Background: an optimization exercise with open tools, aiming at small area. Do not read the settings as production practice. Function was checked by simulation only, so behaviour that the tests miss may differ from the original. Power and IR drop assume default switching activity.

`config.mk`:
```
export PLATFORM = sky130hd
export DESIGN_NAME = servo_law
export DESIGN_NICKNAME = servo_law
export VERILOG_FILES = /design/flow/design.v
export SDC_FILE = /design/flow/constraint.sdc
export NUM_CORES = 4
export LEC_CHECK = 0
export CAP_MARGIN = 20
export CORE_MARGIN = 2
export CORE_UTILIZATION = 40
export SLEW_MARGIN = 20
```
`constraint.sdc`:
```
create_clock -name core_clock -period 30.0 [get_ports {clk}]
set_input_delay 6.0000 -clock core_clock [delete_from_list [all_inputs] [get_ports {clk}]]
set_output_delay 6.0000 -clock core_clock [all_outputs]
set_load 0.01 [all_outputs]
```
`design.v`:
```
module servo_law (
    input  wire        clk,
    input  wire        rst,           
    input  wire [31:0] setpoint,      
    input  wire [5:0]  in_shift,
    input  wire [31:0] kp,
    input  wire [31:0] ki,
    input  wire [31:0] kd,
    input  wire [31:0] kf,
    input  wire [31:0] ff_in,
    input  wire [31:0] offset,
    input  wire [31:0] out_min,
    input  wire [31:0] out_max,
    input  wire [31:0] slew,
    input  wire [23:0] cmp_base,      
    input  wire [23:0] cmp_gain,      
    output wire        ready,
    input  wire        init,          
    input  wire [31:0] init_u,
    input  wire [31:0] init_i,
    input  wire        step,          
    input  wire        no_target,
    input  wire [31:0] meas,          
    output wire        done,
    output wire [23:0] cmp,
    output wire [31:0] u_out,
    output wire [3:0]  flags          
);
    localparam [4:0] P_IDLE = 5'd0,  P_SP   = 5'd1,  P_SH   = 5'd2,  P_ESAT = 5'd3,
                     P_DMUL = 5'd4,  P_DSAT = 5'd5,  P_PMUL = 5'd6,  P_PACC = 5'd7,
                     P_IMUL = 5'd8,  P_IADD = 5'd9,  P_ICL  = 5'd10, P_IST  = 5'd11,
                     P_FMUL = 5'd12, P_FS1  = 5'd13, P_FS2  = 5'd14, P_FS3  = 5'd15,
                     P_VSAT = 5'd16, P_VCL  = 5'd17, P_USUB = 5'd18, P_SCL  = 5'd19,
                     P_UADD = 5'd20, P_CMUL = 5'd21, P_CADD = 5'd22, P_DONE = 5'd23;
    localparam [4:0] Z_0 = 5'd0, Z_MEAS = 5'd1, Z_SP = 5'd2, Z_KD = 5'd3, Z_KP = 5'd4,
                     Z_KI = 5'd5, Z_KF = 5'd6, Z_GAIN = 5'd7, Z_M = 5'd8, Z_I = 5'd9,
                     Z_U = 5'd10, Z_MIN = 5'd11, Z_MAX = 5'd12, Z_SLEW = 5'd13,
                     Z_OFF = 5'd14, Z_BASE = 5'd15, Z_INIT = 5'd16;
    localparam [1:0] X_0 = 2'd0, X_ACC = 2'd1, X_SB = 2'd2, X_BIAS = 2'd3;
    reg  [4:0]  ph;
    reg  [5:0]  cnt;
    reg  [40:0] acc;
    reg  [32:0] m;
    reg  [31:0] u_st, i_st, ep;
    reg         first, nt, f_sat, f_lim, f_slw, fl;
    wire [5:0] cnt_inc = cnt + 6'd1;
    wire       last32  = (cnt[4:0] == 5'd31);
    wire       ovf = ~((&acc[40:31]) | ~(|acc[40:31]));
    wire       slew_on = ~slew[31] & (|slew[30:0]);
    reg  [1:0] xs;
    reg  [4:0] zs;
    reg        inv, cin;
    reg        mul;         
    reg        dig, neg;    
    wire       c_lo = (cnt[1:0] == 2'd0) | (cnt[1:0] == 2'd1);
    wire       sh_last = (cnt_inc == in_shift) | (cnt == 6'd40);
    always @* begin
        xs = X_ACC; zs = Z_0; inv = 1'b0; cin = 1'b0; mul = 1'b0;
        dig = 1'b0; neg = 1'b0;
        case (ph)
            P_IDLE: begin
                xs = X_0;
                if (rst) zs = Z_0;
                else if (step & no_target) zs = Z_U;
                else if (step) begin zs = Z_MEAS; inv = 1'b1; cin = 1'b1; end
                else if (init) zs = Z_INIT;
            end
            P_SP:   zs = Z_SP;
            P_SH:   begin mul = 1'b1; cin = sh_last; end
            P_ESAT, P_DSAT, P_VSAT: xs = X_SB;
            P_DMUL: begin
                mul = 1'b1; zs = Z_KD;
                if (cnt == 6'd0) xs = X_BIAS;
                dig = ~first & (m[0] ^ ep[0]);
                neg = ep[0] ^ last32;
            end
            P_PMUL, P_IMUL: begin
                mul = 1'b1; zs = (ph == P_PMUL) ? Z_KP : Z_KI;
                if (cnt == 6'd0) xs = X_BIAS;
                dig = ep[0]; neg = last32;
            end
            P_FMUL: begin
                mul = 1'b1; zs = Z_KF;
                if (cnt == 6'd0) xs = X_BIAS;
                dig = ff_in[cnt[4:0]]; neg = last32;
            end
            P_CMUL: begin
                mul = 1'b1; zs = Z_GAIN;
                if (cnt == 6'd0) xs = X_BIAS;
                dig = m[0]; neg = last32;
            end
            P_PACC, P_FS1: begin xs = X_SB; zs = Z_M; end
            P_IADD, P_FS2: zs = Z_I;
            P_IST:  zs = Z_0;
            P_FS3:  zs = Z_OFF;
            P_USUB: begin zs = Z_U; inv = 1'b1; cin = 1'b1; end
            P_UADD: zs = Z_U;
            P_CADD: zs = Z_BASE;
            P_ICL, P_VCL, P_SCL: begin
                if (cnt[0]) xs = X_0;
                if (ph == P_SCL) begin
                    zs = Z_SLEW;
                    inv = (cnt[1:0] == 2'd1) | (cnt[1:0] == 2'd2);
                    cin = (cnt[1:0] == 2'd1);
                end else begin
                    zs = c_lo ? Z_MIN : Z_MAX;
                    inv = (cnt[1:0] == 2'd0) | (cnt[1:0] == 2'd2);
                    cin = (cnt[1:0] == 2'd0);
                end
            end
            default: ;
        endcase
        if (mul) begin
            inv = dig & neg;
            cin = cin | (dig & neg);
            if (~dig) zs = Z_0;
        end
    end
    reg  [40:0] zraw;
    always @* begin
        case (zs)
            Z_MEAS: zraw = {{1{meas[31]}}, meas, 8'd0};
            Z_SP:   zraw = {{1{setpoint[31]}}, setpoint, 8'd0};
            Z_KD:   zraw = {{1{kd[31]}}, kd, 8'd0};
            Z_KP:   zraw = {{1{kp[31]}}, kp, 8'd0};
            Z_KI:   zraw = {{1{ki[31]}}, ki, 8'd0};
            Z_KF:   zraw = {{1{kf[31]}}, kf, 8'd0};
            Z_GAIN: zraw = {9'd0, cmp_gain, 8'd0};
            Z_M:    zraw = {{8{m[32]}}, m};
            Z_I:    zraw = {{9{i_st[31]}}, i_st};
            Z_U:    zraw = {{9{u_st[31]}}, u_st};
            Z_MIN:  zraw = {{9{out_min[31]}}, out_min};
            Z_MAX:  zraw = {{9{out_max[31]}}, out_max};
            Z_SLEW: zraw = {{9{slew[31]}}, slew};
            Z_OFF:  zraw = {{9{offset[31]}}, offset};
            Z_BASE: zraw = {17'd0, cmp_base};
            Z_INIT: zraw = {{9{init_i[31]}}, init_i};
            default: zraw = 41'd0;
        endcase
    end
    reg  [40:0] xv;
    always @* begin
        case (xs)
            X_ACC:  xv = acc;
            X_SB:   xv = ovf ? {{10{acc[40]}}, {31{~acc[40]}}} : acc;
            X_BIAS: xv = 41'd1 << 31;
            default: xv = 41'd0;
        endcase
    end
    wire [40:0] zv = zraw ^ {41{inv}};
    wire [40:0] y  = xv + zv + {40'd0, cin};
    wire cl_test = (ph == P_ICL || ph == P_VCL || ph == P_SCL) && !cnt[0];
    wire cl_load = (ph == P_ICL || ph == P_VCL || ph == P_SCL) && cnt[0];
    always @(posedge clk) begin
        if (rst) begin
            ph    <= P_IDLE;
            u_st  <= y[31:0];
            i_st  <= y[31:0];
            first <= 1'b1;
        end else begin
            case (ph)
                P_IDLE: begin
                    cnt <= 6'd0;
                    if (step) begin
                        nt    <= no_target;
                        f_sat <= 1'b0;
                        f_lim <= 1'b0;
                        f_slw <= 1'b0;
                        if (no_target) begin
                            m  <= y[32:0];
                            ph <= P_CMUL;
                        end else begin
                            acc <= y;
                            ph  <= P_SP;
                        end
                    end else if (init) begin
                        u_st  <= init_u;
                        i_st  <= y[31:0];
                        first <= 1'b1;
                    end
                end
                P_SP: begin
                    acc <= y;
                    ph  <= (in_shift == 6'd0) ? P_ESAT : P_SH;
                end
                P_SH: begin
                    acc <= {y[40], y[40:1]};
                    cnt <= cnt_inc;
                    if (sh_last) ph <= P_ESAT;
                end
                P_ESAT, P_DSAT: begin
                    m     <= y[32:0];
                    f_sat <= f_sat | ovf;
                    cnt   <= 6'd0;
                    ph    <= ph + 5'd1;
                end
                P_DMUL, P_PMUL, P_IMUL, P_FMUL, P_CMUL: begin
                    acc <= {y[40], y[40:1]};
                    cnt <= cnt_inc;
                    if (ph == P_DMUL) begin
                        ep <= {m[0], ep[31:1]};
                        m  <= {m[32], m[32:1]};
                    end else if (ph == P_PMUL || ph == P_IMUL) begin
                        ep <= {ep[0], ep[31:1]};
                    end else if (ph == P_CMUL) begin
                        m  <= {m[32], m[32:1]};
                    end
                    if (last32) begin
                        cnt <= 6'd0;
                        ph  <= ph + 5'd1;
                    end
                end
                P_PACC: begin
                    m     <= y[32:0];
                    f_sat <= f_sat | ovf;
                    ph    <= P_IMUL;
                end
                P_IADD, P_FS2, P_FS3, P_USUB, P_CADD: begin
                    acc <= y;
                    cnt <= 6'd0;
                    ph  <= ph + 5'd1;
                end
                P_FS1, P_VSAT: begin
                    acc   <= y;
                    f_sat <= f_sat | ovf;
                    cnt   <= 6'd0;
                    ph    <= ph + 5'd1;
                end
                P_IST: begin
                    i_st <= y[31:0];
                    cnt  <= 6'd0;
                    ph   <= P_FMUL;
                end
                P_ICL, P_VCL, P_SCL: begin
                    cnt <= cnt_inc;
                    if (cl_test) begin
                        fl <= (cnt[1] ^ y[40]) & (ph != P_SCL || slew_on);
                    end else if (fl) begin
                        acc <= y;
                        if (ph == P_VCL) f_lim <= 1'b1;
                        if (ph == P_SCL) f_slw <= 1'b1;
                    end
                    if (cnt[1:0] == 2'd3) ph <= ph + 5'd1;
                end
                P_UADD: begin
                    u_st  <= y[31:0];
                    m     <= y[32:0];
                    f_sat <= f_sat | ovf;
                    cnt   <= 6'd0;
                    ph    <= P_CMUL;
                end
                P_DONE: begin
                    first <= nt;
                    ph    <= P_IDLE;
                end
                default: ph <= P_IDLE;
            endcase
        end
    end
    assign ready = (ph == P_IDLE);
    assign done  = (ph == P_DONE);
    wire   c_ov  = acc[40] | (|acc[39:24]);
    assign cmp   = acc[40] ? 24'h000000 : (|acc[39:24]) ? 24'hffffff : acc[23:0];
    assign u_out = u_st;
    assign flags = {nt, f_slw, f_lim, f_sat | c_ov};
endmodule
```
`run.sh`:
```
#!/bin/bash
# synth_recipe.tcl (not shown) runs the flow's synth.tcl, then flattens the netlist and writes it again
# the make line also repeats each setting of config.mk as NAME=value (left out here)
make -C /OpenROAD-flow-scripts/flow DESIGN_CONFIG=/design/flow/config.mk WORK_HOME=/design/flow/orfs CLKGATE_MAP_FILE= SYNTH_SCRIPT=/design/flow/synth_recipe.tcl finish
```
==> run summary <==
[cell families (layout without fill, tap and decap cells)]
kind of cell / Yosys count / count (layout) / share of synthesized area
xor gates and xnor gates: 94 / 94 / 0.0577
DFF: 187 / 187 / 0.379
and+or+nand+nor: 524 / 524 / 0.164
muxes: 65 / 65 / 0.0530
adders and majority gates: 52 / 52 / 0.0455
buffers and inverters: 152 / 635 / 0.0454
AOI/OAI and AO/OA: 492 / 492 / 0.255
[cell type report]
type / count / area [um2] / share of cell area
flip-flops and latches: 187 / 5560 / 0.264
clock inverters: 14 / 163 / 0.00772
inverters: 36 / 135 / 0.00641
clock buffers: 17 / 425 / 0.0202
well taps: 468 / 586 / 0.0278
multi-input cells: 1227 / 8590 / 0.408
repair buffers: 568 / 5610 / 0.266
[sequential cells by signal, summed over array words and instances, names as in the netlist]
| register | count |
|---|---|
| fl | 1 |
| f_sat | 1 |
| nt | 1 |
| acc | 41 |
| i_st | 32 |
| f_lim | 1 |
| m | 33 |
| first | 1 |
| u_st | 32 |
| ep | 32 |
| cnt | 6 |
| f_slw | 1 |
| ph | 5 |
[cell usage in the layout, fill, tap and decap left out, types with 19 or more instances in the layout]
cell	n
nand2_1	204
edfxtp_1	181
nand4_1	33
buf_4	31
nand3_1	45
mux2_2	40
o21ai_0	63
a22oi_1	63
a21o_1	46
mux2i_1	19
inv_1	35
xor2_1	35
o21a_1	27
clkdlybuf4s50_1	536
a222oi_1	68
nor3_1	20
a22o_1	32
xnor2_1	57
a21oi_1	75
nor2_1	120
ha_1	50
[report_power, final]
group          internal [W]  switching [W]  total (W)  leakage [nW]
Combinational      0.000847        0.00130    0.00215          6.03
Sequential         0.000599      0.0000797   0.000678          1.79
Clock              0.000125       0.000115   0.000240         0.284
[through the flow]
stage	total power [W]	setup slack, ns	hold slack [ns]	util	cell area, um2
floorplan	0.00209	18.18	0.400	-	14600
finish	0.00306	17.03	0.417	0.580	21100
detailed placement	0.00277	16.20	0.405	0.563	20500
CTS	0.00303	16.64	0.421	0.579	21000
global placement	0.00274	16.30	0.404	0.563	20500
global route	0.00327	16.62	0.430	0.580	21100
[metal layers]
metal | routed length [um] | vias up | part of all wire | global-route usage
met3 | 7400 | 135 | 0.10 | 0.0978
li1 | - | 6976 | - | -
met2 | 32800 | 993 | 0.46 | 0.587
met4 | 2510 | 2 | 0.035 | 0.127
met1 | 28200 | 7648 | 0.40 | 0.465
met5 | 13 | - | 0.00018 | 0
[final timing paths]
check,from,endpoint,cells after the start
max,rst,fl,27
min,ep[16],ep[15],0
max reg2reg,ph[0],fl,30
min reg2reg,ep[16],ep[15],0
==> run summary <==
outcome -> finished clean
First DRT Iteration DRCs -> 1,759
Cell Area, Synth -> 0.0146 mm2
Synth cell types -> 84
sequential fraction of the synthesis area -> 0.379
Num CTS Buffers -> 17
vias in the first global route -> 15,569
Routed WL -> 71,000 um
Fin. Hold Viols -> 0
Net Count, Synth -> 2,093
Nets -> 2,564
Peak Freq -> 0.0771 GHz
hold_buf cts -> 0
Post-Syn Area per Cell -> 9.35 um2
# diodes -> 0
largest net degree at the start of global routing -> 43
CTS Buffer Depth -> 2
async set or reset register ratio after synthesis -> 0
critical path type -> in2reg
VDD IR max -> 0.0795 mV
antenna violations before repair -> 1
Root Buffer -> clkbuf_16
CP Buf/Inv Count -> 4
most frequent cell after synthesis -> nand2_1
std cell rows -> 70
Critical Path End Type -> register
Die W -> 195 um
post-CTS sizing -> 0
Synth top area share -> 0.371
Synth Register Bits -> 187
synthesized netlist cell count -> 1,566
Overall Global Routing Usage -> 0.362
main area contributors after synthesis -> edfxtp_1, nand2_1, a222oi_1
slowest CP cell -> clkdlybuf4s50_1
Final min period -> 12.97 ns
worst-path fanout max -> 16
buffers added on ports -> 536
Max-slew headroom -> 0.273
ys flop type -> edfxtp_1
initial cell density of the core -> 0.403
layout cells sized above 1 -> 0.0815
Detail Placement HPWL -> 52,700 um
CP required -> 30.30 ns
CTS tree -> done
Crit path arrival time -> 13.28 ns
Antenna Violating Nets Remaining -> 0
clock-pin slew on the worst setup and hold paths -> 0.07 ns
Ports -> 537
Fill cells -> 3,228
Routed WL per cell -> 28.2 um
core area -> 0.0363 mm2
Worst Tran Pin Value -> 1.09 ns
leakage -> 8.10 nW
flop-to-flop setup slack -> 21.79 ns
RSZ-0062 raised after global routing -> no
final max-slew violation count -> 0
Post-CTS Setup Repair Bufs -> 0
DRC viols -> 0
placed insts -> 2,485
final std cells w/o fill -> 2,517
Synth Warn # -> 1
setup TNS -> 0 ns
htree depth -> 4
DIE AREA -> 0.0381 mm2
GP Congestion -> 0.915
Tcrit/Tclk final -> 0.432
vias -> 15,754
Max Cap Viol -> 0
Overflow after GRT -> 0
CP peak stage delay -> 0.83 ns
Pre-antenna DRT Iters -> 10
Worst-Skew Late Latency -> 0.45 ns
via density per instance -> 6.26
skew final -> 0.0129 ns
number of synthesized flops with an enable pin -> 181
area grow syn2layout -> 43.9%
most area-hungry cell type in the Yosys netlist -> edfxtp_1
Power Dens Cells -> 145 mW/mm2
HP Class -> reg2reg
global-route wire length before repair -> 102,000 um
Sink Count -> 187
Chip Height -> 195 um
crit start category -> input port
commonest cells in the netlist -> nand2_1, edfxtp_1, nor2_1
final setup violation count -> 0
crit-path leading delay family -> compound AO/OA/AOI/OAI gates

-- re-timing with driven ports --
The flow's constraints put no driver on any port. The routed layout listed below was extracted and timed again, unchanged, in two steps. Step 1 (the two cells are an assumption about what drives the block):
set clk [get_ports {clk}]
set_driving_cell -lib_cell sky130_fd_sc_hd__clkbuf_16 $clk
set_driving_cell -lib_cell sky130_fd_sc_hd__buf_2 [delete_from_list [all_inputs] $clk]
Step 2, shift: input delay + t, output delay - t, t = (earliest + latest rising clock arrival at the registers) / 2. This alone moves slack from input paths to output paths. Three values: ideal ports, drivers, drivers and shift; two values: the first two.
t (ns): 0.498
slack for setup (ns): 17.025 / 17.055 / 16.556
hold WS [ns]: 0.417 / 0.417 / 0.417
slew at the worst register clock pin (ns): 0.08 / 0.08
After both steps this run still meets setup and hold. For this run, drivers alone change the setup slack by +0.030 ns; drivers and shift together by -0.469 ns.
